Source: an optimization exercise on an open RTL-to-GDS flow (aim: small area, a short achievable clock period and few clock cycles per item). Production flows keep margins and buffers that such runs may drop.
Only simulation tests tie the RTL to the original design; equivalence was not proved.
Power and IR drop assume default switching activity.

Setup of north:
// edge_xlate
module edge_xlate (
    input  wire        clk,
    input  wire        rst,
    input  wire        in_valid,
    output wire        in_ready,
    input  wire [23:0] in_ipu,       
    input  wire [23:0] in_gain,      
    input  wire [15:0] in_offset,    
    input  wire [14:0] in_h,         
    input  wire [14:0] in_delta,     
    output reg         out_valid,
    input  wire        out_ready,
    output reg  [11:0] out_ue,
    output reg  [11:0] out_le,
    output reg         out_sat
);
Size: roughly 1300 cells after synthesis, about 140 flip-flops, about 130 I/O pins.
clock: 16.0 ns
lec_check: 0
cap_margin: 20
core_margin: 2
core_utilization: 40
slew_margin: 20
run.sh (not shown) runs the stock make flow with config.mk's settings and CLKGATE_MAP_FILE= SYNTH_SCRIPT=/design/flow/synth_recipe.tcl, a recipe that flattens the netlist after the stock synthesis.
Testbench counts of north, summed over its fixed seeds: cycles 43,232, items 4,800.
## Diff of input files: south against north
==> flow/flow/run.sh (new file) <==
#!/bin/bash
# The standard layout (standard.sh, unchanged synthesis), except that
# the input and output ports are buffered with buf_1 cells instead of the
# delay buffers buffer_ports picks by default. Each tool's output is in the
# ORFS logs under orfs/logs; standard.log holds make's own output.
set -o pipefail
export BUFFER_PORTS_ARGS="-buffer_cell sky130_fd_sc_hd__buf_1"
bash standard.sh > standard.log 2>&1
==> flow/standard.sh (new file) <==
#!/bin/bash
# synth_recipe.tcl (not shown) runs the flow's synth.tcl, then flattens the netlist and writes it again
# the make line also repeats each setting of config.mk as NAME=value (left out here)
make -C /OpenROAD-flow-scripts/flow DESIGN_CONFIG=/design/flow/config.mk WORK_HOME=/design/flow/orfs CLKGATE_MAP_FILE= SYNTH_SCRIPT=/design/flow/synth_recipe.tcl "${@:-finish}"
removed: flow/run.sh
--- outcome ---
On die extent in y, south and north are neck and neck.
Relative to north, count of clock-buffer cells in the layout has increased by 20% in south.
south against north: non-clock buffer contribution to total cell area decreased 5.3 points, final period utilization decreased 1.8 points, relative area change from synthesis to final layout decreased 5.9 points, global-route usage essentially unchanged.

* * *

Another version of the RTL of edge_xlate (not shown whole).
Size: roughly 140 flip-flops, about 0.011 mm2 of cells after synthesis.
Settings: LEC_CHECK=0, CAP_MARGIN=20, CORE_MARGIN=2, CORE_UTILIZATION=40, SLEW_MARGIN=20; clock period 16.0 ns.
standard.sh (not shown) runs the stock make flow with config.mk's settings and CLKGATE_MAP_FILE= SYNTH_SCRIPT=/design/flow/synth_recipe.tcl, a recipe that flattens the netlist after the stock synthesis.
==> flow/flow/run.sh <==
#!/bin/bash
# The standard layout (standard.sh, unchanged synthesis and SDC), with
# two optimisation settings changed:
#  - the input and output ports are buffered with buf_1 cells instead of the
#    delay buffers buffer_ports picks by default;
#  - repair_timing aims for a setup slack of 11.6 ns on the 16 ns clock, so
#    that it sizes the gates of the longest paths.
# Each tool's output is in the ORFS logs under orfs/logs; standard.log holds
# make's own output.
set -o pipefail
export BUFFER_PORTS_ARGS="-buffer_cell sky130_fd_sc_hd__buf_1"
export SETUP_SLACK_MARGIN=11.6
bash standard.sh > standard.log 2>&1
The first run ran to the end with no violations.
Testbench counts at the start, summed over its fixed seeds: cycles 43,232, items 4,800.
Rerun with:
==> flow/flow/run.sh (replaced) <==
#!/bin/bash
# The standard layout (standard.sh, unchanged synthesis), except that
# the input and output ports are buffered with buf_1 cells instead of the
# delay buffers buffer_ports picks by default. Each tool's output is in the
# ORFS logs under orfs/logs; standard.log holds make's own output.
set -o pipefail
export BUFFER_PORTS_ARGS="-buffer_cell sky130_fd_sc_hd__buf_1"
bash standard.sh > standard.log 2>&1
- clock power shrinks by about 1%
- wire length is about the same
- worst setup slack degrades by 0.65 ns
- first-iteration DRC count drops by 17%
- final cell count hardly moves
- global-route usage is about the same
- design area is lower by 0.68%
Rerun with:
==> flow/flow/run.sh (replaced) <==
#!/bin/bash
# The standard layout (standard.sh, unchanged synthesis and SDC), with
# two optimisation settings changed:
#  - the input and output ports are buffered with buf_1 cells instead of the
#    delay buffers buffer_ports picks by default;
#  - repair_timing aims for a setup slack of 11.6 ns on the 16 ns clock, so
#    that it sizes the gates of the longest paths.
# Each tool's output is in the ORFS logs under orfs/logs; standard.log holds
# make's own output.
set -o pipefail
export BUFFER_PORTS_ARGS="-buffer_cell sky130_fd_sc_hd__buf_1"
export SETUP_SLACK_MARGIN=11.6
bash standard.sh > standard.log 2>&1
--- a/flow/config.mk
+++ b/flow/config.mk
@@ -9,3 +9,5 @@
 export CORE_MARGIN = 2
 export CORE_UTILIZATION = 40
+export CTS_BUF_LIST = sky130_fd_sc_hd__clkbuf_8
+export CTS_CLUSTER_SIZE = 30
 export SLEW_MARGIN = 20
Effect:
- routed wire length is lower by 0.74%
- setup slack gets better by 0.62 ns
- hold slack stays flat
- first-iteration DRC count goes up by 17%
- synthesized area is unchanged
- flip-flop and latch count is unchanged
- die area does not change
- final cell count stays flat
- cell area falls by 0.77%
- maximum frequency climbs by 14%
- synthesized cell count stays the same

==> afterwards: timing with drivers on the ports <==
The results above use ideal ports. As a check the final layouts listed here were re-extracted and re-timed, cells and wires unchanged.
Step 1 assumes that a clkbuf_16 drives the clock port and a buf_2 every other input.
Step 2 also shifts input and output timing later by t, the mid clock arrival at the registers, as if the neighbouring blocks saw the same clock.
Slacks: ideal / step 1 / step 2; pairs: ideal / step 1.
run	t, ns	setup slack, ns	worst setup path after step 2	pins driven straight from the clock port
north	0.474	11.296 / 11.247 / 11.051	input to register	1
south	0.481	11.589 / 11.589 / 11.394	input to register	1
the first run of note 2	0.493	11.730 / 11.680 / 11.380	input to register	1
the second run of note 2	0.485	11.078 / 11.078 / 11.078	register to register	1
the third run of note 2	0.512	11.694 / 11.652 / 11.386	input to register	1
After both steps setup and hold are still met in every run listed. For the first run of note 2, which loses most, drivers alone change the setup slack by -0.050 ns; drivers and shift together by -0.350 ns.
